This is an optimization exercise on Yosys and OpenROAD, whose aim is small area, a short achievable clock period and few clock cycles per item, not a production implementation.
Only simulation tests tie the RTL to the original design; equivalence was not proved.
No activity file was given, so power comes from the tool's default toggle rates.

Setup of try-quartz:
// bqd_section
module bqd_section (
    input  wire        clk,
    input  wire        rst,
    input  wire        in_valid,
    output wire        in_ready,
    input  wire [31:0] in_x,
    input  wire [31:0] in_b0,
    input  wire [31:0] in_b1,
    input  wire [31:0] in_b2,
    input  wire [31:0] in_a1,
    input  wire [31:0] in_a2,
    input  wire        in_bypass,
    output reg         out_valid,
    output reg  [31:0] out_y,
    output reg  [1:0]  out_sat
);
    reg  [4:0]  st;
    reg         rdy;         
    assign in_ready = rdy;
    reg  [31:0] op_a;
    reg  [15:0] bo, bt, ng;  
    reg         p_last;
    reg         pf0, pf1, pf2, pf3;
    reg  [31:0] x1, x2;      
    reg  [31:0] r1, r2;      
    reg         x1v, x2v, r1v, r2v;
    reg  [65:0] acs, acc;
    reg         c_valid;
    reg  [37:0] tq;          
    reg         r_valid;
    wire        byp = in_bypass;
    wire [31:0] a_sel = ({32{st[0] & ~byp}} & in_b0) |
                        ({32{st[1] & ~byp}} & in_b1) |
                        ({32{st[2] & ~byp}} & in_b2) |
                        ({32{st[3] & ~byp}} & in_a2) |
                        ({32{st[4] & ~byp}} & in_a1) |
                        {2'b00, st[0] & byp, 29'd0};
    wire [31:0] b_sel = ({32{st[0]}} & in_x) |
                        ({32{st[1] & x1v}} & x1) |
                        ({32{st[2] & x2v}} & x2) |
                        ({32{st[3] & r2v}} & r2) |
                        ({32{st[4] & r1v}} & r1);
    wire        neg_sel = st[3] | st[4];
    wire [32:0] be = {b_sel, 1'b0};
    wire [15:0] bo_n, bt_n, ng_n;
    genvar gi;
    generate
        for (gi = 0; gi < 16; gi = gi + 1) begin : g_booth
            assign bo_n[gi] = be[2*gi+1] ^ be[2*gi];
            assign bt_n[gi] = (be[2*gi+2] & ~be[2*gi+1] & ~be[2*gi]) |
  ...
Size: ~430 flip-flops, about 230 I/O pins.
==> flow/config.mk <==
export PLATFORM = sky130hd
export DESIGN_NAME = bqd_section
export DESIGN_NICKNAME = bqd_section
export VERILOG_FILES = /design/flow/design.v
export SDC_FILE = /design/flow/constraint.sdc
export NUM_CORES = 4
export LEC_CHECK = 0
export CAP_MARGIN = 20
export CORE_MARGIN = 2
export CORE_UTILIZATION = 70
export CTS_BUF_LIST = sky130_fd_sc_hd__clkbuf_8
export PLACE_DENSITY = 0.78
export SLEW_MARGIN = 20
==> flow/constraint.sdc <==
create_clock -name core_clock -period 15.0 [get_ports {clk}]
set_input_delay 3.0000 -clock core_clock [delete_from_list [all_inputs] [get_ports {clk}]]
set_output_delay 3.0000 -clock core_clock [all_outputs]
set_load 0.01 [all_outputs]
standard.sh (not shown) runs the stock make flow with config.mk's settings and CLKGATE_MAP_FILE= SYNTH_SCRIPT=/design/flow/synth_recipe.tcl, a recipe that flattens the netlist after the stock synthesis.
==> flow/flow/run.sh <==
#!/bin/bash
# The standard ORFS layout with two changes:
# - Yosys's synth runs with -noabc, so the fine-grained netlist reaches
#   extract_fa before any ABC remapping and the adder tree maps to full-adder
#   cells without inverters between them. Registers, their names and cell
#   types are those of the standard synthesis.
# - every port still gets a buffer, but a plain buf_2 rather than the delay
#   buffer the resizer picks by default.
# - timing repair aims for 11 ns of setup slack, i.e. a 4 ns cycle; the
#   constraints and the clock period stay the design's.
set -euo pipefail
args=(SYNTH_ARGS=-noabc "BUFFER_PORTS_ARGS=-buffer_cell sky130_fd_sc_hd__buf_2" SETUP_SLACK_MARGIN=11.0)
bash standard.sh "${args[@]}" synth > synth.log 2>&1
bash standard.sh "${args[@]}" finish > layout.log 2>&1
No stage failed in try-quartz, and the final checks on the layout all came back clean.
Testbench counts of try-quartz, summed over its fixed seeds: cycles 80,024, items 16,000.
The following lists how try-tundra was set up differently from try-quartz:
Settings: CORE_UTILIZATION now 80, was 70; PLACE_DENSITY now 0.86, was 0.78.
--- a/flow/flow/run.sh
+++ b/flow/flow/run.sh
@@ -6,3 +6,3 @@
 #   types are those of the standard synthesis.
-# - every port still gets a buffer, but a plain buf_2 rather than the delay
+# - every port still gets a buffer, but a plain buf_1 rather than the delay
 #   buffer the resizer picks by default.
@@ -11,3 +11,3 @@
 set -euo pipefail
-args=(SYNTH_ARGS=-noabc "BUFFER_PORTS_ARGS=-buffer_cell sky130_fd_sc_hd__buf_2" SETUP_SLACK_MARGIN=11.0)
+args=(SYNTH_ARGS=-noabc "BUFFER_PORTS_ARGS=-buffer_cell sky130_fd_sc_hd__buf_1" SETUP_SLACK_MARGIN=11.0)
 bash standard.sh "${args[@]}" synth > synth.log 2>&1
--- outcome ---
Min vertical extent of the die across try-tundra and try-quartz: try-tundra. 5_1_grt: try-tundra exited with error. [try-tundra] final estimated routing congestion in global placement fell about 0.7% relative to try-quartz. The setup slack after placement reported for try-tundra is greater than that of try-quartz by 37 ps. Comparing try-quartz against try-tundra, there is no change at all in number of synthesized flops with an enable pin.
The following lists how try-pepper was set up differently from try-tundra:
Settings: PLACE_DENSITY: 0.86 -> 0.78; CORE_UTILIZATION: 80 -> 70.
--- a/flow/flow/run.sh
+++ b/flow/flow/run.sh
@@ -6,8 +6,8 @@
 #   types are those of the standard synthesis.
-# - every port still gets a buffer, but a plain buf_1 rather than the delay
+# - every port still gets a buffer, but a plain buf_2 rather than the delay
 #   buffer the resizer picks by default.
-# - timing repair aims for 11 ns of setup slack, i.e. a 4 ns cycle; the
+# - timing repair aims for 10.7 ns of setup slack, i.e. a 4.3 ns cycle; the
 #   constraints and the clock period stay the design's.
 set -euo pipefail
-args=(SYNTH_ARGS=-noabc "BUFFER_PORTS_ARGS=-buffer_cell sky130_fd_sc_hd__buf_1" SETUP_SLACK_MARGIN=11.0)
+args=(SYNTH_ARGS=-noabc "BUFFER_PORTS_ARGS=-buffer_cell sky130_fd_sc_hd__buf_2" SETUP_SLACK_MARGIN=10.7)
 bash standard.sh "${args[@]}" synth > synth.log 2>&1
Cell count after placement: try-pepper > try-tundra
Basic-gate share of the synthesized area counting and, or, nand and nor cells: try-pepper vs try-tundra identical
No stage failed in try-pepper, and the final checks on the layout all came back clean.
Diff try-tundra -> try-pepper: number of enable flip-flop cells after synthesis held steady, synthesized instance count barely changed, post-CTS repair timing setup buffer count now sits lower, synthesized area essentially unchanged.
> inputs changed (try-pepper -> try-delta)
Settings: swapping 70 for 60 in CORE_UTILIZATION; swapping 0.78 for 0.7 in PLACE_DENSITY; clearing CTS_BUF_LIST, which used to be sky130_fd_sc_hd__clkbuf_8.
--- a/flow/flow/run.sh
+++ b/flow/flow/run.sh
@@ -8,6 +8,6 @@
 #   buffer the resizer picks by default.
-# - timing repair aims for 10.7 ns of setup slack, i.e. a 4.3 ns cycle; the
+# - timing repair aims for 11 ns of setup slack, i.e. a 4 ns cycle; the
 #   constraints and the clock period stay the design's.
 set -euo pipefail
-args=(SYNTH_ARGS=-noabc "BUFFER_PORTS_ARGS=-buffer_cell sky130_fd_sc_hd__buf_2" SETUP_SLACK_MARGIN=10.7)
+args=(SYNTH_ARGS=-noabc "BUFFER_PORTS_ARGS=-buffer_cell sky130_fd_sc_hd__buf_2" SETUP_SLACK_MARGIN=11.0)
 bash standard.sh "${args[@]}" synth > synth.log 2>&1
--- outcome ---
- Origin of the worst setup path: bo[4] -> try-pepper, out_y[16] -> try-delta
- try-delta: no failed stages, no open violations at the end
- try-delta against try-pepper: cell count after placement went up about 3.4%; reg-to-reg setup timing slack went up 280 ps; first-pass GRT wire length went up about 2%; detailed-route wire length on metal 1 went up 4.1 mm.
Here is what was changed in the inputs of try-cedar compared with try-delta.
Settings: changing CORE_UTILIZATION from 60 to 70; changing PLACE_DENSITY from 0.7 to 0.78; setting CTS_BUF_LIST to sky130_fd_sc_hd__clkbuf_8 for the first time.
--- a/flow/flow/run.sh
+++ b/flow/flow/run.sh
@@ -6,3 +6,3 @@
 #   types are those of the standard synthesis.
-# - every port still gets a buffer, but a plain buf_2 rather than the delay
+# - every port still gets a buffer, but a plain buf_1 rather than the delay
 #   buffer the resizer picks by default.
@@ -11,3 +11,3 @@
 set -euo pipefail
-args=(SYNTH_ARGS=-noabc "BUFFER_PORTS_ARGS=-buffer_cell sky130_fd_sc_hd__buf_2" SETUP_SLACK_MARGIN=11.0)
+args=(SYNTH_ARGS=-noabc "BUFFER_PORTS_ARGS=-buffer_cell sky130_fd_sc_hd__buf_1" SETUP_SLACK_MARGIN=11.0)
 bash standard.sh "${args[@]}" synth > synth.log 2>&1
--- outcome ---
Clock network fraction of total power in try-cedar is 1.2 points lower than in try-delta
Time the final worst path needs with I/O delays and setup for try-cedar: 91 ps up relative to try-delta
In try-cedar, the share of power burned in combinational logic came out 0.9 points above the value in try-delta.
Detailed-route wire length deteriorates in try-cedar relative to try-delta.
There was hardly any difference in reported sequential group power between try-delta and try-cedar.
Compared with try-delta, try-cedar shows a maximum frequency that is 2.2% lower.
Of the two candidates, try-delta has the better worst setup margin and try-cedar the worse one.
Comparing try-cedar against try-delta, there is no change at all in count of final max-slew check failures.
Total clock buffers created by CTS, try-cedar and try-delta, lower one = try-delta.

static timing again, ports no longer ideal:
Ports are ideal in the flow. The routed layouts listed here were re-timed in OpenROAD.
Step 1 (the two cells are an assumption about what drives the block):
set clk [get_ports {clk}]
set_driving_cell -lib_cell sky130_fd_sc_hd__clkbuf_16 $clk
set_driving_cell -lib_cell sky130_fd_sc_hd__buf_2 [delete_from_list [all_inputs] $clk]
Step 2 moves the port delays by t, midway between the first and last clock arrival at a register: inputs arrive t later, outputs are due t later. That takes back most of the time a late clock gives input paths.
Slacks: no drivers / after step 1 / after step 2; pairs: no drivers / after step 1.
| run | t (ns) | slack for setup (ns) | hold WS [ns] | worst data-port slew with drivers (ns) |
|---|---|---|---|---|
| try-quartz | 0.744 | 10.888 / 10.831 / 10.611 | 0.448 / 0.448 / 0.448 | 0.07 |
| try-pepper | 0.744 | 10.663 / 10.663 / 10.582 | 0.442 / 0.442 / 0.442 | 0.07 |
| try-delta | 0.681 | 10.942 / 10.886 / 10.638 | 0.444 / 0.444 / 0.444 | 0.09 |
| try-cedar | 0.738 | 10.851 / 10.796 / 10.534 | 0.438 / 0.438 / 0.438 | 0.18 |
After both steps every run listed still meets setup and hold. For try-cedar, which loses most, drivers alone change the setup slack by -0.055 ns; drivers and shift together by -0.317 ns.
